Source: an optimization exercise on an open RTL-to-GDS flow (aim: small area, a short achievable clock period and few clock cycles per item). Production flows keep margins and buffers that such runs may drop.
Only simulation tests tie the RTL to the original design; equivalence was not proved.
Power figures rest on the tool's default switching activity, not on a simulated workload.

--- flow/config.mk ---
export PLATFORM = sky130hd
export DESIGN_NAME = fz_policer_bank
export DESIGN_NICKNAME = fz_policer_bank
export VERILOG_FILES = /design/flow/design.v
export SDC_FILE = /design/flow/constraint.sdc
export NUM_CORES = 4
export LEC_CHECK = 0
export CAP_MARGIN = 20
export CORE_MARGIN = 2
export CORE_UTILIZATION = 60
export CTS_CLUSTER_DIAMETER = 100
export CTS_CLUSTER_SIZE = 24
export PLACE_DENSITY = 0.72
export SLEW_MARGIN = 20
--- flow/constraint.sdc ---
create_clock -name core_clock -period 26.0 [get_ports {clk}]
set_input_delay 5.2000 -clock core_clock [delete_from_list [all_inputs] [get_ports {clk}]]
set_output_delay 5.2000 -clock core_clock [all_outputs]
set_load 0.01 [all_outputs]
--- flow/design.v ---
module fz_policer_bank (
    input  wire        clk,
    input  wire        rst_n,
    input  wire        cmd_valid,
    output wire        cmd_ready,
    input  wire [1:0]  cmd_op,
    input  wire [1:0]  cmd_idx,
    input  wire [31:0] cmd_time,
    input  wire [13:0] cmd_len,
    input  wire [1:0]  cmd_color,
    input  wire        cmd_aware,
    input  wire [1:0]  cmd_tokens,
    input  wire        cmd_en,
    input  wire        cmd_mode,
    input  wire [15:0] cmd_cir,
    input  wire [15:0] cmd_xir,
    input  wire [15:0] cmd_cbs,
    input  wire [15:0] cmd_xbs,
    input  wire [7:0]  cmd_len_adj,
    output reg         rsp_valid,
    output reg  [1:0]  rsp_op,
    output reg  [1:0]  rsp_color,
    output reg  [1:0]  rsp_status,
    output wire [47:0] rsp_tc,
    output wire [47:0] rsp_tx,
    output reg  [31:0] rsp_last
);
    localparam [1:0] GREEN  = 2'd0;
    localparam [1:0] YELLOW = 2'd1;
    localparam [1:0] RED    = 2'd2;
    assign cmd_ready = 1'b1;
    function [29:0] mul15625;
        input [15:0] x;
        mul15625 = ({14'd0, x} << 14) - ({14'd0, x} << 10) + ({14'd0, x} << 8) +
                   ({14'd0, x} << 3) + {14'd0, x};
    endfunction
    function [26:0] booth_enc;
        input [15:0] y;
        reg [18:0] ye;
        integer k;
        begin
            ye = {2'b00, y, 1'b0};
            for (k = 0; k < 9; k = k + 1) begin
                booth_enc[3*k]   = ye[2*k+1] ^ ye[2*k];
                booth_enc[3*k+1] = (ye[2*k+2] & ~ye[2*k+1] & ~ye[2*k]) | (~ye[2*k+2] & ye[2*k+1] & ye[2*k]);
                booth_enc[3*k+2] = ye[2*k+2];
            end
        end
    endfunction
    localparam [46:0] BOOTH_K = 47'd0 - (47'd1 << 32) - (47'd1 << 34) - (47'd1 << 36) - (47'd1 << 38) -
                                (47'd1 << 40) - (47'd1 << 42) - (47'd1 << 44) - (47'd1 << 46);
    function [46:0] booth_mul;
        input [26:0] e;
        input [30:0] x;
        reg [31:0] m;
        reg [46:0] acc;
        integer k;
        begin
            acc = BOOTH_K;
            for (k = 0; k < 9; k = k + 1) begin
                m = ({32{e[3*k]}} & {1'b0, x}) | ({32{e[3*k+1]}} & {x, 1'b0});
                acc = acc + ({14'd0, ~e[3*k+2], m ^ {32{e[3*k+2]}}} << (2*k)) + ({46'd0, e[3*k+2]} << (2*k));
            end
            booth_mul = acc;
        end
    endfunction
    function [38:0] pick4;
        input [3:0]  sel;
        input [38:0] w0, w1, w2, w3;
        pick4 = (w0 & {39{sel[0]}}) | (w1 & {39{sel[1]}}) | (w2 & {39{sel[2]}}) | (w3 & {39{sel[3]}});
    endfunction
    reg        v1;
    reg [1:0]  op1, in1, tok1;
    reg [3:0]  sel1;     
    reg [31:0] t1;
    reg [13:0] len1;
    reg        en1, mode1;
    reg [15:0] cir1, xir1, cbs1, xbs1;
    reg [7:0]  adj1;
    always @(posedge clk) begin
        v1   <= rst_n & cmd_valid;
        op1  <= cmd_op;
        sel1 <= 4'b0001 << cmd_idx;
        t1   <= cmd_time;
        len1 <= cmd_len;
        in1  <= cmd_aware ? cmd_color : GREEN;
        tok1 <= cmd_tokens;
        en1  <= cmd_en;
        mode1 <= cmd_mode;
        cir1 <= cmd_cir;
        xir1 <= cmd_xir;
        cbs1 <= cmd_cbs;
        xbs1 <= cmd_xbs;
        adj1 <= cmd_len_adj;
    end
    reg [3:0]  cfg_v;
    reg [3:0]  en_q, mode_q;
    reg [15:0] cir_q [0:3];
    reg [15:0] xir_q [0:3];
    reg [15:0] cbs_q [0:3];
    reg [15:0] xbs_q [0:3];
    reg [6:0]  adj_q [0:3];    
    reg [31:0] last_q [0:3];
    wire [3:0]  rsel1  = sel1 & cfg_v;
    wire        s_en   = |(en_q & rsel1);
    wire        s_mode = |(mode_q & rsel1);
    wire [15:0] s_cir  = pick4(rsel1, cir_q[0], cir_q[1], cir_q[2], cir_q[3]);
    wire [15:0] s_xir  = pick4(rsel1, xir_q[0], xir_q[1], xir_q[2], xir_q[3]);
    wire [15:0] s_cbs  = pick4(rsel1, cbs_q[0], cbs_q[1], cbs_q[2], cbs_q[3]);
    wire [15:0] s_xbs  = pick4(rsel1, xbs_q[0], xbs_q[1], xbs_q[2], xbs_q[3]);
    wire [6:0]  s_adj  = pick4(rsel1, adj_q[0], adj_q[1], adj_q[2], adj_q[3]);
    wire [31:0] s_last = pick4(rsel1, last_q[0], last_q[1], last_q[2], last_q[3]);
    wire is_pol = (op1 == 2'd0);
    wire is_set = (op1 == 2'd1);
    wire is_rd  = op1[1];
    wire [31:0] d_raw = t1 - s_last;
    wire [30:0] d     = d_raw[31] ? 31'd0 : d_raw[30:0];
    wire set_oor = (tok1 == 2'd3);
    wire set_bad = (cbs1 < 16'd64) || (xbs1 < 16'd64) ||
                   (!mode1 && xir1 < cir1) || (adj1[7] != adj1[6]);
    wire [1:0] set_status = set_oor ? 2'd2 : set_bad ? 2'd1 : 2'd0;
    wire set_ok = is_set & ~set_oor & ~set_bad;
    wire pol_en = is_pol & s_en;
    wire signed [15:0] b_signed = $signed({2'b00, len1}) + 16'sd4 + $signed({{9{s_adj[6]}}, s_adj});
    wire [14:0] b_len = (b_signed < 16'sd1) ? 15'd1 : b_signed[14:0];
    wire [15:0] bc_keep = (s_cbs < cbs1) ? s_cbs : cbs1;
    wire [15:0] bx_keep = (s_xbs < xbs1) ? s_xbs : xbs1;
    integer i;
    always @(posedge clk) begin
        for (i = 0; i < 4; i = i + 1) begin
            if (v1 && sel1[i] && (set_ok || pol_en))
                last_q[i] <= t1;
            if (v1 && sel1[i] && set_ok) begin
                en_q[i]   <= en1;
                mode_q[i] <= mode1;
                cir_q[i]  <= cir1;
                xir_q[i]  <= xir1;
                cbs_q[i]  <= cbs1;
                xbs_q[i]  <= xbs1;
                adj_q[i]  <= adj1[6:0];
            end
        end
        if (!rst_n)
            cfg_v <= 4'd0;
        else if (v1 && set_ok)
            cfg_v <= cfg_v | sel1;
    end
    reg        v2, set2, rd2, we2, pol2, force2, mode2;
    reg [1:0]  op2, in2, st2;
    reg [3:0]  sel2;
    reg [26:0] rc2, rx2;    
    reg [15:0] bc2, bx2;
    reg [30:0] d2;
    reg [14:0] bl2;
    always @(posedge clk) begin
        v2    <= rst_n & v1;
        op2   <= op1;
        sel2  <= sel1;
        in2   <= in1;
        st2   <= is_set ? set_status : 2'd0;
        set2  <= is_set;
        rd2   <= is_rd;
        we2   <= set_ok | pol_en;
        pol2  <= pol_en;
        force2 <= is_set & (tok1 == 2'd1);
        mode2 <= is_rd ? s_last[31] : s_mode;
        rc2   <= booth_enc(is_rd ? 16'd1 : s_cir);
        rx2   <= booth_enc(s_xir);
        d2    <= is_rd ? s_last[30:0] : d;
        bc2   <= !is_set ? s_cbs : (tok1 == 2'd0) ? bc_keep : (tok1 == 2'd1) ? cbs1 : 16'd0;
        bx2   <= !is_set ? s_xbs : (tok1 == 2'd0) ? bx_keep : (tok1 == 2'd1) ? xbs1 : 16'd0;
        bl2   <= b_len;
    end
    wire [46:0] pc = booth_mul(rc2, d2);
    wire [46:0] px = booth_mul(rx2, d2);
    reg        v3, set3, rd3, we3, pol3, mode3, force3;
    reg [1:0]  op3, in3, st3;
    reg [3:0]  sel3;
    reg [46:0] ac3, ax3;
    reg [29:0] cc3, cx3;
    reg [27:0] bb3;
    reg [3:0]  tok_v;
    reg [38:0] tc_q [0:3];
    reg [38:0] tx_q [0:3];
    reg [38:0] tc3, tx3;
    wire [38:0] n_tc, n_tx;
    wire fwd = v3 & we3 & (|(sel3 & sel2));
    wire [3:0] rsel2 = sel2 & tok_v;
    always @(posedge clk) begin
        v3    <= rst_n & v2;
        op3   <= op2;
        sel3  <= sel2;
        in3   <= in2;
        st3   <= st2;
        set3  <= set2;
        rd3   <= rd2;
        we3   <= we2;
        pol3  <= pol2;
        mode3 <= mode2;
        force3 <= force2;
        ac3   <= pc;
        ax3   <= px;
        cc3   <= mul15625(bc2);
        cx3   <= mul15625(bx2);
        bb3   <= mul15625({1'b0, bl2});
        tc3   <= fwd ? n_tc : pick4(rsel2, tc_q[0], tc_q[1], tc_q[2], tc_q[3]);
        tx3   <= fwd ? n_tx : pick4(rsel2, tx_q[0], tx_q[1], tx_q[2], tx_q[3]);
    end
    wire [38:0] cap_c = {cc3, 9'd0};
    wire [38:0] cap_x = {cx3, 9'd0};
    wire [38:0] b     = {bb3[27:0], 9'd0};
    wire [40:0] tc41 = {2'd0, tc3};
    wire [40:0] tx41 = {2'd0, tx3};
    wire [40:0] ac41 = {2'b0, ac3[38:0]};
    wire [40:0] ax41 = {2'b0, ax3[38:0]};
    wire        big_c = force3 | (|ac3[46:39]);
    wire        big_x = force3 | (|ax3[46:39]);
    wire [40:0] ncc  = ~{2'd0, cap_c};
    wire [40:0] ncx  = ~{2'd0, cap_x};
    wire [40:0] os_c = tc41 ^ ac41 ^ ncc;
    wire [40:0] oc_c = (tc41 & ac41) | (tc41 & ncc) | (ac41 & ncc);
    wire [40:0] os_x = tx41 ^ ax41 ^ ncx;
    wire [40:0] oc_x = (tx41 & ax41) | (tx41 & ncx) | (ax41 & ncx);
    wire [41:0] ov_c = {1'b0, os_c} + {oc_c, 1'b0};
    wire [41:0] ov_x = {1'b0, os_x} + {oc_x, 1'b0};
    wire        sat_c = big_c | ov_c[41];
    wire        sat_x = big_x | ov_x[41];
    wire [45:0] tc46 = {7'd0, tc3};
    wire [45:0] tx46 = {7'd0, tx3};
    wire [45:0] da_c = rd3 ? {tc3, 7'd0} : {7'd0, ac3[38:0]};
    wire [45:0] da_x = rd3 ? {tx3, 7'd0} : {7'd0, ax3[38:0]};
    wire [45:0] nb_c = ~(rd3 ? {5'd0, tc3, 2'd0} : {7'd0, b});
    wire [45:0] nb_x = ~(rd3 ? {5'd0, tx3, 2'd0} : {7'd0, b});
    wire [45:0] ds_c = tc46 ^ da_c ^ nb_c;
    wire [45:0] dc_c = (tc46 & da_c) | (tc46 & nb_c) | (da_c & nb_c);
    wire [45:0] ds_x = tx46 ^ da_x ^ nb_x;
    wire [45:0] dc_x = (tx46 & da_x) | (tx46 & nb_x) | (da_x & nb_x);
    wire [46:0] df_c = {1'b0, ds_c} + {dc_c, 1'b0} + 47'd1;
    wire [46:0] df_x = {1'b0, ds_x} + {dc_x, 1'b0} + 47'd1;
    wire [38:0] sum_c = tc3 + ac3[38:0];
    wire [38:0] sum_x = tx3 + ax3[38:0];
    wire [30:0] cmd_c = {1'b0, cc3} - {3'd0, bb3};
    wire [30:0] cmd_x = {1'b0, cx3} - {3'd0, bb3};
    wire [38:0] cmb_c = {cmd_c[29:0], 9'd0};
    wire [38:0] cmb_x = {cmd_x[29:0], 9'd0};
    wire        cge3  = ~cmd_c[30];
    wire        xge3  = ~cmd_x[30];
    wire        ge_c  = sat_c ? cge3 : df_c[46];
    wire        ge_x  = sat_x ? xge3 : df_x[46];
    wire [38:0] r_c   = sat_c ? cap_c : sum_c;
    wire [38:0] r_x   = sat_x ? cap_x : sum_x;
    wire [38:0] rb_c  = sat_c ? cmb_c : df_c[38:0];
    wire [38:0] rb_x  = sat_x ? cmb_x : df_x[38:0];
    reg [1:0] col;
    reg       deb_c, deb_x;
    always @(*) begin
        deb_c = 1'b0;
        deb_x = 1'b0;
        col   = RED;
        if (!mode3) begin
            if (in3 == RED || in3 == 2'd3 || !ge_x) begin
                col = RED;
            end else begin
                deb_x = 1'b1;
                if (in3 == YELLOW || !ge_c) begin
                    col = YELLOW;
                end else begin
                    deb_c = 1'b1;
                    col   = GREEN;
                end
            end
        end else begin
            if (in3 == GREEN && ge_c) begin
                deb_c = 1'b1;
                col   = GREEN;
            end else if ((in3 == GREEN || in3 == YELLOW) && ge_x) begin
                deb_x = 1'b1;
                col   = YELLOW;
            end else begin
                col = RED;
            end
        end
        if (!pol3) begin
            deb_c = 1'b0;
            deb_x = 1'b0;
        end
    end
    assign n_tc = {deb_c ? rb_c[38:9] : r_c[38:9], sat_c ? 9'd0 : sum_c[8:0]};
    assign n_tx = {deb_x ? rb_x[38:9] : r_x[38:9], sat_x ? 9'd0 : sum_x[8:0]};
    always @(posedge clk) begin
        for (i = 0; i < 4; i = i + 1) begin
            if (v3 && we3 && sel3[i]) begin
                tc_q[i] <= n_tc;
                tx_q[i] <= n_tx;
            end
        end
        if (!rst_n)
            tok_v <= 4'd0;
        else if (v3 && we3)
            tok_v <= tok_v | sel3;
    end
    reg  [45:0] rsp_tc_q, rsp_tx_q;
    always @(posedge clk) begin
        rsp_valid  <= rst_n & v3;
        rsp_op     <= op3;
        rsp_color  <= pol3 ? col : in3;
        rsp_status <= st3;
        rsp_tc_q   <= df_c[45:0];
        rsp_tx_q   <= df_x[45:0];
        rsp_last   <= {mode3, ac3[30:0]};
    end
    assign rsp_tc = {2'd0, rsp_tc_q};
    assign rsp_tx = {2'd0, rsp_tx_q};
endmodule
--- flow/flow/run.sh ---
#!/bin/bash
# Standard synthesis and layout, with timing repair aimed at a tighter setup slack
# and the smallest buffer on each port (the design's clock and constraints are
# unchanged).
set -euo pipefail
bash standard.sh synth > synth.log 2>&1
bash standard.sh SETUP_SLACK_MARGIN=19.5 BUFFER_PORTS_ARGS="-buffer_cell sky130_fd_sc_hd__buf_1" finish > layout.log 2>&1
--- flow/standard.sh ---
#!/bin/bash
# synth_recipe.tcl (not shown) runs the flow's synth.tcl, then flattens the netlist and writes it again
# the make line also repeats each setting of config.mk as NAME=value (left out here)
make -C /OpenROAD-flow-scripts/flow DESIGN_CONFIG=/design/flow/config.mk WORK_HOME=/design/flow/orfs CLKGATE_MAP_FILE= SYNTH_SCRIPT=/design/flow/synth_recipe.tcl "${@:-finish}"
==> results of run 1 <==
-- state kept, by name (all words and copies together) (netlist names), 28 cells and up --
| register | flops |
|---|---|
| tc_q | 156 |
| tx_q | 156 |
| last_q | 128 |
| cbs_q | 64 |
| cir_q | 64 |
| xbs_q | 64 |
| xir_q | 64 |
| ac3 | 47 |
| ax3 | 47 |
| rsp_tc_q | 46 |
| rsp_tx_q | 46 |
| tc3 | 39 |
| tx3 | 39 |
| rsp_last | 32 |
| t1 | 32 |
| d2 | 31 |
| cc3 | 30 |
| cx3 | 30 |
| adj_q | 28 |
| bb3 | 28 |
-- cell usage after synthesis, drive strengths merged (36+ instances only) --
library cell and instances:
inv 1127, ha 902, a22oi 769, edfxtp 732, xnor2 709, dfxtp 686
fa 639, nand2 485, nor2 394, a21oi 369, clkbuf 353, o21ai 228
xor2 197, a21o 160, nand3 142, and3 124, mux2i 123, buf 121
nor3 119, o21a 97, a221oi 85, a31oi 79, and2 66, nand2b 62
o21bai 60, nor2b 58, a211oi 56, a22o 45, nor4 41, nand4 40
or3 36
-- power by group --
group | internal, mW | switching [mW] | leakage, nW | total (mW)
Combinational | 0.816 | 1.39 | 31.8 | 2.21
Sequential | 2.56 | 0.169 | 12.2 | 2.73
Clock | 0.565 | 0.751 | 1.10 | 1.32
-- worst max-delay path, cell delays in order (launching register included) --
cell and delay (ps):
dfxtp_2 450, buf_12 230, a22oi_1 120, xor2_1 180
fa_1 550, inv_1 50, fa_1 470, fa_1 560
fa_1 430, ha_1 300, ha_1 350, a211oi_1 260
o21ai_0 130, a21o_1 220, a221o_1 330, a211oi_2 260
o31a_1 240, a22o_1 200, o31ai_2 100, a2111oi_2 330
nor2_1 120, or4_1 420, nand4_1 80
-- timing repair --
action | 4_1_cts | 5_1_grt
hold endpoints to repair | 0 | 0
gates cloned | 0 | 6
gates resized for setup | 94 | 183
pin swaps | 1 | 13
hold buffers | 0 | 0
setup endpoints to repair | 231 | 185
buffers inserted | 5 | 20
-- through the flow --
step	hold WS, ps	total power [mW]
4_1_cts	335	6.19
6_report	332	6.25
3_3_place_gp	313	4.85
2_1_floorplan	310	4.14
5_1_grt	340	6.55
3_5_place_dp	312	4.88
-- routing by layer --
metal / part of all wire [%] / GRT usage (%) / vias up
li1: - / - / 33500
met1: 40 / 47.4 / 36300
met2: 43 / 53.1 / 4050
met3: 10 / 7.34 / 767
met4: 5.8 / 16.8 / 8
met5: 0.015 / 0 / -
-- layout by cell type, fill, tap and decap left out, types with 197 or more instances in the layout --
cell type and n:
a21oi_1 359, a22oi_1 768, buf_1 237, dfxtp_1 652, edfxtp_1 732, fa_1 639
ha_1 901, inv_1 1116, nand2_1 475, nor2_1 391, o21ai_0 213, xnor2_1 705
xor2_1 197
-- final cells by class --
class / count / area [sq um] / share of cell area, %
Antenna cell: 8 / 20.0 / 0.0189
Clock buffer: 118 / 2050 / 1.93
Clock inverter: 18 / 243 / 0.229
Inverter: 1130 / 4260 / 4.02
Multi-Input combinational cell: 6488 / 57900 / 54.6
Sequential cell: 1418 / 35800 / 33.7
Tap cell: 2189 / 2740 / 2.58
Timing Repair Buffer: 423 / 3010 / 2.84
-- logic make-up (layout without fill, tap and decap cells) --
group | count (synthesis) | in the layout
XOR/XNOR | 906 | 906
AO/OA/AOI/OAI | 2241 | 2241
adder cells (fa/ha/maj) | 1541 | 1541
multiplexers | 148 | 148
flip-flops | 1418 | 1418
AND/OR/NAND/NOR | 1646 | 1647
buffers and inverters | 1604 | 1689
other | 2 | 13
-- final timing paths --
check | start | cells past startpoint | end | slack, ps
setup / recovery | d2[5] | 22 | ac3[45] | 19540
hold / removal | st3[0] | 0 | rsp_status[0] | 330
setup reg to reg | d2[5] | 22 | ac3[45] | 19540
hold reg to reg | st3[0] | 0 | rsp_status[0] | 330
==> impl_metrics.py, run 1 <==
metrics = {
    "final_layout": {
        "final_util_pct": 64.4,
        "nNetsFinal": 11200,
        "area_growth_pct": 6.74,
        "fill_cells": 13200,
        "final_layout_size_suffix_gt1_share_pct": 4.86,
        "fin_area_sq_um": 106000,
        "stdcell_count": 11800,
    },
    "run": {
        "cap_violations": 0,
    },
    "status": {
        "outcome": "timing/DRC/antenna clean",
    },
    "power": {
        "power_density_nw_per_um2": 59.0,
        "peakVddDrop_v": 0.0000744,
        "p_leak_nw": 45.0,
    },
    "logic_synthesis": {
        "synth.top_cell.area_share_pct": 22.1,
        "ys_seq_area_share_pct": 35.9,
        "yosys.area_share.simple_pct": 8.01,
        "synth_top_family_by_area": "adder cells",
        "syn_area_per_cell_sq_um": 10.5,
        "synthAdderAreaFrac_pct": 24.2,
        "yosysTopAreaCell": "edfxtp_1",
        "synth.area.mux_share_pct": 1.73,
        "synth_xor_area_share_pct": 7.99,
        "synth_cell_types": 107,
        "ys_warn_count": 9,
        "synthCells": 9506,
        "async_flop_share_pct": 0,
        "ys.flop_type": "edfxtp_1",
        "yosys-top-cells-area": "edfxtp_1 22%, dfxtp_1 14%, fa_1 13%, ha_1 11%, xnor2_1 6.2%",
        "ys_ff_latch": 1418,
        "synth_compound_area_share_pct": 15.9,
        "synth.cell_area_sq_um": 99400,
        "synth_edf_count": 732,
    },
    "routing": {
        "drc": 0,
        "route.vias.total": 74600,
        "drt-pass1-iter-count": 6,
        "ant_nets": 0,
        "drt_iter0_drc": 8515,
        "wl_per_cell_microns": 25.4,
        "vias_per_cell": 6.33,
        "wl_mm": 300,
    },
    "floorplanning": {
        "fp.dieH_microns": 411,
        "die-area_sq_um": 169000,
        "core_sq_um": 165000,
        "die_w_microns": 411,
        "io_pins": 268,
        "start_util_pct": 60.3,
        "row_count": 149,
    },
    "critical_path": {
        "endpoint_kind": "register",
        "crit_required_ps": 26680,
        "cp-start-kind": "register",
        "critical_path_class": "reg2reg",
        "path_max_fanout": 17,
        "arrival_ps": 7140,
    },
    "cts": {
        "clockRootBuffer": "clkbuf_16",
        "cts_tree": "yes",
        "htreeDepth": 3,
        "insertion_delay_ps": 770,
        "clock_sinks": 1418,
        "cts_buffers": 74,
        "clkTransAtPathRegs_ps": 90,
        "clockBufferDepth": 3,
    },
    "hold_path": {
        "hp-class": "reg2reg",
    },
    "sta": {
        "final-hold-violation-count": 0,
        "setup_viol": 0,
        "setup_slack_ps": 19540,
        "fin_crit_ps": 6460,
        "worst_slew_pin_slew_ps": 1120,
        "maxClockFrequency_ghz": 0.155,
        "maxSlewViolCount": 0,
        "tns_ps": 0,
        "clock_skew_ps": 42.5,
        "slew_headroom_pct": 25.2,
        "fin_crit_sh_pct": 24.8,
        "rsz0062_at_grt": "true",
    },
    "place": {
        "dp_hpwl_mm": 218,
        "place_congestion": 1.04,
        "io_buffers": 262,
        "placedCellCount": 11600,
        "place_area_sq_um": 102000,
        "place_ws_ps": 18610,
    },
    "global_route": {
        "grt_pass1_wl_mm": 448,
        "track_usage_pct": 34.8,
        "grt_pass1_vias": 73400,
        "grt.overflow.total": 0,
        "grt_max_degree": 68,
        "grt_antenna_before_repair": 17,
    },
}
Testbench counts, summed over its fixed seeds: cycles 24,064, items 24,032.
==> run 2: changes to the inputs <==
--- a/flow/flow/run.sh
+++ b/flow/flow/run.sh
@@ -6,2 +6,2 @@
 bash standard.sh synth > synth.log 2>&1
-bash standard.sh SETUP_SLACK_MARGIN=19.5 BUFFER_PORTS_ARGS="-buffer_cell sky130_fd_sc_hd__buf_1" finish > layout.log 2>&1
+bash standard.sh SETUP_SLACK_MARGIN=19.65 BUFFER_PORTS_ARGS="-buffer_cell sky130_fd_sc_hd__buf_1" finish > layout.log 2>&1
==> impl_metrics.py, run 2 <==
metrics = {
    "hold_path": {
        "hp-class": "reg2reg",
        "hold_start": "st2[1]",
    },
    "floorplanning": {
        "io_pins": 268,
        "core_sq_um": 165000,
        "start_util_pct": 60.3,
        "fp.dieH_microns": 411,
        "die-area_sq_um": 169000,
        "row_count": 149,
        "die_w_microns": 411,
    },
    "final_layout": {
        "fin_area_sq_um": 108000,
        "nNetsFinal": 11200,
        "area_growth_pct": 8.24,
        "final_layout_size_suffix_gt1_share_pct": 7.33,
        "mostFrequentLayoutCells": "1116 x inv_1, 890 x ha_1, 758 x a22oi_1",
        "top_regs": "tc_q (156), tx_q (156), last_q (128)",
        "fill_cells": 13000,
        "final_common_cell": "inv_1",
    },
    "routing": {
        "route.vias.total": 75100,
        "vias_per_cell": 6.35,
        "drc": 0,
        "ant_nets": 0,
        "drt-pass1-iter-count": 7,
        "wl_per_cell_microns": 25.8,
        "wl_mm": 305,
        "drt_iter0_drc": 8807,
    },
    "critical_path": {
        "path_max_fanout": 1,
        "timing.critical_path.from": "rsp_last[19]",
        "crit_buf_inv": 1,
        "cp_top_family": "flip-flops",
        "critical_path_class": "reg2out",
        "path_cells": "buf_6",
        "arrival_ps": 1250,
        "r2r_start": "rd3",
        "endpoint_kind": "primary output",
        "r2r_slack_ps": 19720,
        "worst_path_max_delay_cell": "dfxtp_4",
        "cp-start-kind": "register",
        "crit_required_ps": 20800,
        "critical-path-max-stage-delay_ps": 370,
    },
    "cts": {
        "cts_tree": "yes",
        "clock_sinks": 1418,
        "cts_buffers": 74,
        "clkTransAtPathRegs_ps": 90,
        "clockRootBuffer": "clkbuf_16",
        "htreeDepth": 3,
        "insertion_delay_ps": 760,
        "clockBufferDepth": 3,
        "cts_hold_buf": 0,
    },
    "sta": {
        "maxSlewViolCount": 0,
        "maxClockFrequency_ghz": 0.155,
        "slew_headroom_pct": 17.0,
        "tns_ps": 0,
        "fin_crit_ps": 6450,
        "worst_slew_pin_slew_ps": 1240,
        "setup_viol": 0,
        "rsz0062_at_grt": "true",
        "clock_skew_ps": 42.1,
        "worst_hold_slack_ps": 335,
        "fin_crit_sh_pct": 24.8,
        "final-hold-violation-count": 0,
        "setup_slack_ps": 19550,
    },
    "logic_synthesis": {
        "ys_seq_area_share_pct": 35.9,
        "syn_area_per_cell_sq_um": 10.5,
        "synth.most_common_cell": "inv_1",
        "async_flop_share_pct": 0,
        "yosys-top-cells-area": "edfxtp_1 22%, dfxtp_1 14%, fa_1 13%, ha_1 11%, xnor2_1 6.2%",
        "synthCells": 9506,
        "synth.top_cell.area_share_pct": 22.1,
        "ys_warn_count": 9,
        "ys.flop_type": "edfxtp_1",
        "synth_cell_types": 107,
        "synth_edf_count": 732,
        "yosysTopAreaCell": "edfxtp_1",
        "synth.cell_area_sq_um": 99400,
        "synthTopCellsByCount": "1116 x inv_1, 902 x ha_1, 768 x a22oi_1",
        "ys_ff_latch": 1418,
    },
    "global_route": {
        "grt_pass1_vias": 73700,
        "grt_max_degree": 68,
        "grt_antenna_before_repair": 16,
        "grt.overflow.total": 0,
        "track_usage_pct": 34.9,
        "grt_pass1_wl_mm": 449,
    },
    "place": {
        "place_area_sq_um": 102000,
        "dp_hpwl_mm": 218,
        "io_buffers": 262,
        "place_congestion": 1.04,
        "place_ws_ps": 18610,
    },
    "power": {
        "peakVddDrop_v": 0.0000769,
        "p_leak_nw": 45.7,
        "power_density_nw_per_um2": 58.9,
        "power_mw": 6.34,
    },
    "run": {
        "cap_violations": 0,
    },
    "status": {
        "outcome": "timing/DRC/antenna clean",
    },
}
-- run 2: kinds of logic after synthesis --
| family | Yosys count | share of synthesized area [%] |
|---|---|---|
| XOR/XNOR | 906 | 7.99 |
| adder cells (fa/ha/maj) | 1541 | 24.2 |
| other | 2 | 0.00756 |
| buffers and inverters | 1604 | 6.14 |
| multiplexers | 148 | 1.73 |
| AND/OR/NAND/NOR | 1646 | 8.01 |
| AO/OA/AOI/OAI | 2241 | 15.9 |
| flip-flops | 1418 | 35.9 |
-- run 2: layer usage --
metal | global-route usage, % | vias up | share of wire, %
li1 | - | 33600 | -
met1 | 47.5 | 36600 | 40
met2 | 53.5 | 4116 | 43
met3 | 7.28 | 828 | 11
met4 | 16.6 | 8 | 6.2
met5 | 0 | - | 0.015
-- run 2: power breakdown --
group | internal, mW | switching (mW)
sequential | 2.56 | 0.177
combinational | 0.873 | 1.40
clock | 0.565 | 0.754
-- run 2: area by class of cell --
cell class | instances | area (sq um) | share of cell area, %
diodes | 11 | 27.5 | 0.0256
clock buffers | 118 | 2050 | 1.90
clock inverters | 18 | 243 | 0.226
inverters | 1130 | 4260 | 3.96
multi-input cells | 6488 | 58200 | 54.1
flip-flops and latches | 1418 | 35900 | 33.4
well taps | 2189 | 2740 | 2.55
repair buffers | 451 | 4120 | 3.83
-- run 2: worst paths after layout --
| check | endpoint | cells after the start |
|---|---|---|
| worst max register to register | tc_q[3][36] | 18 |
| worst min register to register | st3[1] | 0 |
| worst max-delay path | rsp_last[19] | 1 |
| worst min-delay path | st3[1] | 0 |
-- run 2: through the flow --
step	util (%)	cells
after CTS	64.1	11800
after detailed placement	62.1	11600
after global placement	62.1	11600
after global routing	65.2	11800
after floorplan	-	9509
final	65.3	11800
-- run 2: repair_timing --
item | 4_1_cts | 5_1_grt
pin swaps | 1 | 34
buffers inserted | 9 | 35
resized for setup | 322 | 293
hold endpoints to repair | 0 | 0
setup endpoints to repair | 397 | 353
gates cloned | 0 | 17
==> run 3: changes to the inputs <==
--- a/flow/design.v
+++ b/flow/design.v
@@ -147,3 +147,3 @@
     end
-    reg        v2, set2, rd2, we2, pol2, force2, mode2;
+    reg        v2, rd2, we2, pol2, force2, mode2;
     reg [1:0]  op2, in2, st2;
@@ -160,3 +160,2 @@
         st2   <= is_set ? set_status : 2'd0;
-        set2  <= is_set;
         rd2   <= is_rd;
@@ -175,3 +174,3 @@
     wire [46:0] px = booth_mul(rx2, d2);
-    reg        v3, set3, rd3, we3, pol3, mode3, force3;
+    reg        v3, rd3, rd3n, we3, pol3, mode3, force3;    
     reg [1:0]  op3, in3, st3;
@@ -194,4 +193,4 @@
         st3   <= st2;
-        set3  <= set2;
         rd3   <= rd2;
+        rd3n  <= ~rd2;
         we3   <= we2;
@@ -231,4 +230,4 @@
     wire [45:0] da_x = rd3 ? {tx3, 7'd0} : {7'd0, ax3[38:0]};
-    wire [45:0] nb_c = ~(rd3 ? {5'd0, tc3, 2'd0} : {7'd0, b});
-    wire [45:0] nb_x = ~(rd3 ? {5'd0, tx3, 2'd0} : {7'd0, b});
+    wire [45:0] nb_c = ~(rd3n ? {7'd0, b} : {5'd0, tc3, 2'd0});
+    wire [45:0] nb_x = ~(rd3n ? {7'd0, b} : {5'd0, tx3, 2'd0});
     wire [45:0] ds_c = tc46 ^ da_c ^ nb_c;
==> impl_metrics.py, run 3 <==
metrics = {
    "cts": {
        "clockRootBuffer": "clkbuf_16",
        "clkTransAtPathRegs_ps": 90,
        "cts_tree": "yes",
        "clockBufferDepth": 3,
        "htreeDepth": 3,
        "cts_buffers": 76,
        "clock_sinks": 1419,
        "cts_hold_buf": 0,
        "insertion_delay_ps": 780,
    },
    "place": {
        "io_buffers": 262,
        "dp_hpwl_mm": 222,
        "place_congestion": 1.06,
        "place_area_sq_um": 102000,
    },
    "global_route": {
        "grt_pass1_wl_mm": 460,
        "grt_antenna_before_repair": 15,
        "grt_pass1_vias": 73500,
        "grt.overflow.total": 0,
        "grt_max_degree": 83,
        "track_usage_pct": 36.3,
    },
    "critical_path": {
        "path_max_fanout": 1,
        "critical_path_class": "reg2out",
        "critical-path-max-stage-delay_ps": 340,
        "crit_required_ps": 20800,
        "endpoint_kind": "primary output",
        "crit_buf_inv": 1,
        "cp_top_family": "flip-flops",
        "cp-start-kind": "register",
        "path_cells": "buf_6",
        "r2r_slack_ps": 19690,
        "worst_path_max_delay_cell": "dfxtp_2",
        "arrival_ps": 1230,
    },
    "status": {
        "outcome": "timing/DRC/antenna clean",
    },
    "routing": {
        "drt_iter0_drc": 9505,
        "wl_mm": 312,
        "drc": 0,
        "vias_per_cell": 6.37,
        "ant_nets": 0,
        "drt-pass1-iter-count": 9,
        "wl_per_cell_microns": 26.6,
        "route.vias.total": 74900,
    },
    "logic_synthesis": {
        "synth.area.mux_share_pct": 1.74,
        "synth_xor_area_share_pct": 8.31,
        "yosys.area_share.simple_pct": 7.44,
        "ys_ff_latch": 1419,
        "synthAdderAreaFrac_pct": 24.4,
        "synth_compound_area_share_pct": 15.9,
        "ys.flop_type": "edfxtp_1",
        "yosys-top-cells-area": "edfxtp_1 22%, dfxtp_1 14%, fa_1 13%, ha_1 11%, xnor2_1 6.2%",
        "synth_top_family_by_area": "adder cells",
        "yosysTopAreaCell": "edfxtp_1",
        "ys_seq_area_share_pct": 36.2,
        "synth.cell_area_sq_um": 98800,
        "synth_edf_count": 732,
        "syn_area_per_cell_sq_um": 10.5,
        "synth.most_common_cell": "inv_1",
        "ys_warn_count": 9,
        "async_flop_share_pct": 0,
        "synth_cell_types": 102,
        "synthCells": 9427,
        "synth.top_cell.area_share_pct": 22.2,
        "synthTopCellsByCount": "1086 x inv_1, 902 x ha_1, 770 x a22oi_1",
    },
    "power": {
        "p_clk_share_pct": 21.7,
        "p_switching_mw": 2.39,
        "internal_power_mw": 4.00,
        "peakVddDrop_v": 0.0000639,
        "p_leak_nw": 46.3,
        "power_density_nw_per_um2": 59.2,
        "pwr-share-seq_pct": 43.9,
        "switching_share_pct": 37.4,
        "p_comb_share_pct": 34.4,
    },
    "sta": {
        "fin_crit_ps": 6430,
        "final-hold-violation-count": 0,
        "fin_crit_sh_pct": 24.7,
        "rsz0062_at_grt": "true",
        "clock_skew_ps": 71.1,
        "setup_viol": 0,
        "maxSlewViolCount": 0,
        "maxClockFrequency_ghz": 0.155,
        "worst_slew_pin_slew_ps": 1210,
        "slew_headroom_pct": 18.3,
        "tns_ps": 0,
    },
    "final_layout": {
        "nNetsFinal": 11200,
        "final_common_cell": "inv_1",
        "fin_area_sq_um": 108000,
        "top_regs": "tc_q (156), tx_q (156), last_q (128)",
        "mostFrequentLayoutCells": "1084 x inv_1, 881 x ha_1, 740 x a22oi_1",
        "area_growth_pct": 9.32,
        "final_layout_size_suffix_gt1_share_pct": 7.95,
    },
    "floorplanning": {
        "core_sq_um": 163000,
        "start_util_pct": 60.6,
        "fp.dieH_microns": 410,
        "row_count": 148,
        "die-area_sq_um": 168000,
        "die_w_microns": 410,
        "io_pins": 268,
    },
    "run": {
        "cap_violations": 0,
    },
    "hold_path": {
        "hp-class": "reg2reg",
    },
}
==> run 3: cell count changes in the layout (fill, tap and decap cells not counted), sizes merged, moves of 36 or more <==
| cell | delta |
|---|---|
| a21oi | +45 |
| and3 | -54 |
| mux2i | +38 |
| nor2 | -67 |
| nor3 | -36 |
| o21ai | +62 |
| xor2 | +37 |
==> run 3: repair_timing <==
action	in CTS	in global routing
gates resized for setup	395	260
pin swaps	19	49
cloned	17	11
hold endpoints to repair	0	0
setup buffers	30	36
setup endpoints to repair	455	433
==> run 3: layout make-up <==
cell class | instances | area (sq um)
Multi-Input combinational cell | 6437 | 58000
Fill cell | 12600 | 55100
Sequential cell | 1419 | 35900
Timing Repair Buffer | 482 | 4780
Inverter | 1098 | 4140
Tap cell | 2175 | 2720
Clock buffer | 118 | 2120
Clock inverter | 23 | 377
Antenna cell | 2 | 5.00
==> run 3: worst paths after layout <==
check,startpoint,to,cells after the start
max,rsp_tx_q[6],rsp_tx[6],1
min,in1[0],in2[0],0
max reg2reg,rc2[4],ac3[46],23
min reg2reg,in1[0],in2[0],0
==> run 3: cell families after synthesis <==
group                      count (synthesis)
adders and majority gates               1541
xor gates and xnor gates                 938
AOI/OAI and AO/OA                       2278
muxes                                    171
and+or+nand+nor                         1503
other                                      2
DFF                                     1419
buffers and inverters                   1575
==> run 3: routing by layer <==
metal / share of wire (%) / GRT usage [%]
met5: 0.028 / 0.259
met4: 6.8 / 20.1
met3: 10 / 7.44
met2: 44 / 55.3
met1: 39 / 48.5
==> run 3: power groups by stage <==
stage / sequential [mW] / combinational [mW] / clock (mW)
after CTS: 2.79 / 2.10 / 1.40
after detailed placement: 2.84 / 2.03 / 0
final: 2.81 / 2.20 / 1.38
after floorplan: 2.73 / 1.37 / 0
after global placement: 2.84 / 2.00 / 0
after global routing: 2.81 / 2.37 / 1.48
==> run 3: per-stage QoR <==
stage               util, %  worst slack [ps]  power [mW]  hold WS, ps  instances
finish                 66.2             19570        6.39          334      11800
CTS                    65.2             19540        6.28          332      11700
global route           66.2             19480        6.65          339      11800
global placement       62.4             18620        4.84          310      11500
floorplan                 -             19670        4.10          310       9430
detailed placement     62.4             18540        4.87          312      11500
Testbench counts of run 3, summed over its fixed seeds: cycles 24,064, items 24,032.
==> run 4: changes to the inputs <==
==> flow/run.sh (new file) <==
#!/bin/bash
# synth_recipe.tcl (not shown) runs the flow's synth.tcl, then flattens the netlist and writes it again
# the make line also repeats each setting of config.mk as NAME=value (left out here)
make -C /OpenROAD-flow-scripts/flow DESIGN_CONFIG=/design/flow/config.mk WORK_HOME=/design/flow/orfs CLKGATE_MAP_FILE= SYNTH_SCRIPT=/design/flow/synth_recipe.tcl finish
removed: flow/flow/run.sh
removed: flow/standard.sh
==> impl_metrics.py, run 4 <==
metrics = {
    "sta": {
        "rsz0062_at_grt": "false",
        "clock_skew_ps": 65.9,
        "tns_ps": 0,
        "final-hold-violation-count": 0,
        "worst_slew_pin_slew_ps": 1230,
        "fin_crit_sh_pct": 30.3,
        "fin_crit_ps": 7890,
        "maxClockFrequency_ghz": 0.127,
        "setup_viol": 0,
        "slew_headroom_pct": 16.9,
        "maxSlewViolCount": 0,
    },
    "logic_synthesis": {
        "synthAdderAreaFrac_pct": 24.4,
        "async_flop_share_pct": 0,
        "yosysTopAreaCell": "edfxtp_1",
        "synth_xor_area_share_pct": 8.31,
        "syn_area_per_cell_sq_um": 10.5,
        "ys_warn_count": 9,
        "synth_cell_types": 102,
        "synth.cell_area_sq_um": 98800,
        "ys_ff_latch": 1419,
        "synthTopCellsByCount": "1086 x inv_1, 902 x ha_1, 770 x a22oi_1",
        "synth_top_family_by_area": "adder cells",
        "ys_seq_area_share_pct": 36.2,
        "synthCells": 9427,
        "yosys.area_share.simple_pct": 7.44,
        "synth_compound_area_share_pct": 15.9,
        "synth.top_cell.area_share_pct": 22.2,
        "ys.flop_type": "edfxtp_1",
        "synth.area.mux_share_pct": 1.74,
        "synth.most_common_cell": "inv_1",
        "synth_edf_count": 732,
        "yosys-top-cells-area": "edfxtp_1 22%, dfxtp_1 14%, fa_1 13%, ha_1 11%, xnor2_1 6.2%",
    },
    "final_layout": {
        "final_layout_size_suffix_gt1_share_pct": 3.59,
        "fin_area_sq_um": 106000,
        "nNetsFinal": 11100,
        "top_regs": "tc_q (156), tx_q (156), last_q (128)",
        "fill_cells": 13000,
        "mostFrequentLayoutCells": "1086 x inv_1, 902 x ha_1, 770 x a22oi_1",
        "final_util_pct": 64.8,
        "area_growth_pct": 7.04,
        "stdcell_count": 11700,
        "final_common_cell": "inv_1",
    },
    "routing": {
        "ant_nets": 0,
        "vias_per_cell": 6.30,
        "route.vias.total": 73400,
        "drc": 0,
        "drt-pass1-iter-count": 6,
        "drt_iter0_drc": 8270,
        "wl_per_cell_microns": 25.4,
        "wl_mm": 296,
    },
    "cts": {
        "insertion_delay_ps": 760,
        "cts_buffers": 74,
        "post_cts_buffers": 0,
        "post_cts_resized": 0,
        "cts_tree": "yes",
        "clockBufferDepth": 3,
        "cts_hold_buf": 0,
        "htreeDepth": 3,
        "clock_sinks": 1419,
        "clkTransAtPathRegs_ps": 100,
        "clockRootBuffer": "clkbuf_16",
    },
    "critical_path": {
        "ff2ff_path_depth": 21,
        "arrival_ps": 8560,
        "crit_required_ps": 26680,
        "timing.critical_path.from": "rc2[8]",
        "r2r-end": "ac3[45]",
        "cp-start-kind": "register",
        "critical_path_class": "reg2reg",
        "path_max_fanout": 17,
        "r2r_slack_ps": 18110,
        "cp_common_cell": "fa_1",
        "worst_path_max_delay_cell": "dfxtp_1",
        "r2r_start": "rc2[8]",
        "endpoint_kind": "register",
        "critical-path-max-stage-delay_ps": 950,
        "endpoint": "ac3[45]",
        "path_cells": "clkinv_1 -> buf_4 -> xnor2_1 -> fa_1 -> fa_1 -> inv_1 -> fa_1 -> fa_1 -> ha_1 -> ha_1 -> or3_1 -> o311ai_2 -> o21ai_0 -> o41ai_2 -> a2111oi_1 -> a21oi_1 -> o31ai_1 -> o41a_1 -> a21o_1 -> a21oi_1 -> xnor2_1",
    },
    "power": {
        "p_leak_nw": 45.4,
        "power_density_nw_per_um2": 59.4,
        "peakVddDrop_v": 0.0000681,
    },
    "floorplanning": {
        "fp.dieH_microns": 410,
        "die_w_microns": 410,
        "row_count": 148,
        "io_pins": 268,
        "core_sq_um": 163000,
        "start_util_pct": 60.6,
        "die-area_sq_um": 168000,
    },
    "global_route": {
        "track_usage_pct": 34.8,
        "grt.overflow.total": 0,
        "grt_pass1_wl_mm": 445,
        "grt_antenna_before_repair": 9,
        "grt_max_degree": 77,
        "grt_pass1_vias": 72100,
    },
    "hold_path": {
        "holdPathStages": 0,
        "hp-class": "reg2reg",
    },
    "run": {
        "cap_violations": 0,
    },
    "place": {
        "placedCellCount": 11500,
        "place_congestion": 1.04,
        "place_area_sq_um": 103000,
        "io_buffers": 262,
        "dp_hpwl_mm": 220,
    },
    "status": {
        "outcome": "timing/DRC/antenna clean",
    },
}
run 4: cell count changes in the layout (fill, tap and decap cells not counted), moves of 31 or more:
cell	before	now
buf_6	65	0
buf_1	131	0
buf_2	78	0
buf_12	73	0
dfxtp_2	80	24
dfxtp_1	586	661
clkdlybuf4s50_1	0	262
buf_4	96	127
run 4: logic make-up after synthesis:
kind of cell,Yosys count
XOR/XNOR,938
flip-flops,1419
adder cells (fa/ha/maj),1541
multiplexers,171
AND/OR/NAND/NOR,1503
other,2
buffers and inverters,1575
AO/OA/AOI/OAI,2278
run 4: stage by stage:
stage | power (mW) | setup slack [ps] | hold slack (ps)
6_report | 6.29 | 18110 | 334
5_1_grt | 6.57 | 17550 | 341
4_1_cts | 6.25 | 18120 | 335
3_5_place_dp | 4.92 | 18180 | 314
3_3_place_gp | 4.90 | 18240 | 310
2_1_floorplan | 4.10 | 19300 | 310
run 4: how the worst min path moves through the flow:
stage / start / end
after CTS: op2[0] / op3[0]
after global placement: op2[0] / op3[0]
after global routing: st3[1] / rsp_status[1]
final: op2[0] / op3[0]
after floorplan: force2 / force3
after detailed placement: op2[0] / op3[0]
run 4: cell type report:
cell class              count  area (sq um)  area share, %
multi-input cells        6436         57200           54.1
flip-flops and latches   1419         35800           33.8
inverters                1098          4120           3.90
repair buffers            389          3580           3.38
well taps                2175          2720           2.57
clock buffers             115          2040           1.92
clock inverters            22           353          0.334
diodes                      4          10.0        0.00946
run 4: layer usage:
metal	up-vias	part of all wire, %	track usage, %	routed length [microns]
met4	10	5.4	15.7	16000
met3	758	9.1	5.18	27000
met5	-	0.023	0	67
met2	3797	44	53.8	130000
met1	35800	42	48.6	123000
li1	33100	-	-	-
run 4: critical path, delay by kind of cell (launching register included):
kind	cells	cell delay, ps
compound gates	9	2630
xor+xnor	2	360
fa+ha+maj	6	2480
buf+inv	3	950
flops	1	950
simple gates	1	410
run 4: power breakdown:
part	internal, mW	switching [mW]
Sequential	2.57	0.219
Combinational	0.835	1.32
Clock	0.579	0.765

## port drivers added, routing unchanged
No port has a modelled driver above. Below, the same layouts with a new extraction and two added sets of constraints. Step 1 assumes that a clkbuf_16 drives the clock port and a buf_2 every other input. Step 2 also shifts input and output timing later by t, the mid clock arrival at the registers, as if the neighbouring blocks saw the same clock. Three values: ideal ports, drivers, drivers and shift; two values: the first two.
run	shift t [ns]	setup WS [ns]	worst setup path after step 2	latest minus earliest clock arrival (ns)	slew at the worst register clock pin (ns)
run 1	0.833	19.540 / 19.466 / 19.294	input to register	0.046 / 0.046	0.11 / 0.11
run 2	0.833	19.549 / 19.461 / 19.248	input to register	0.045 / 0.046	0.11 / 0.11
run 3	0.834	19.567 / 19.479 / 19.674	input to register	0.071 / 0.072	0.11 / 0.11
run 4	0.809	18.112 / 18.112 / 18.112	register to register	0.067 / 0.067	0.10 / 0.10
After both steps setup and hold are still met in every run listed. The setup slack of run 2, which loses most, moves by -0.088 ns with the drivers and by -0.301 ns with both steps.
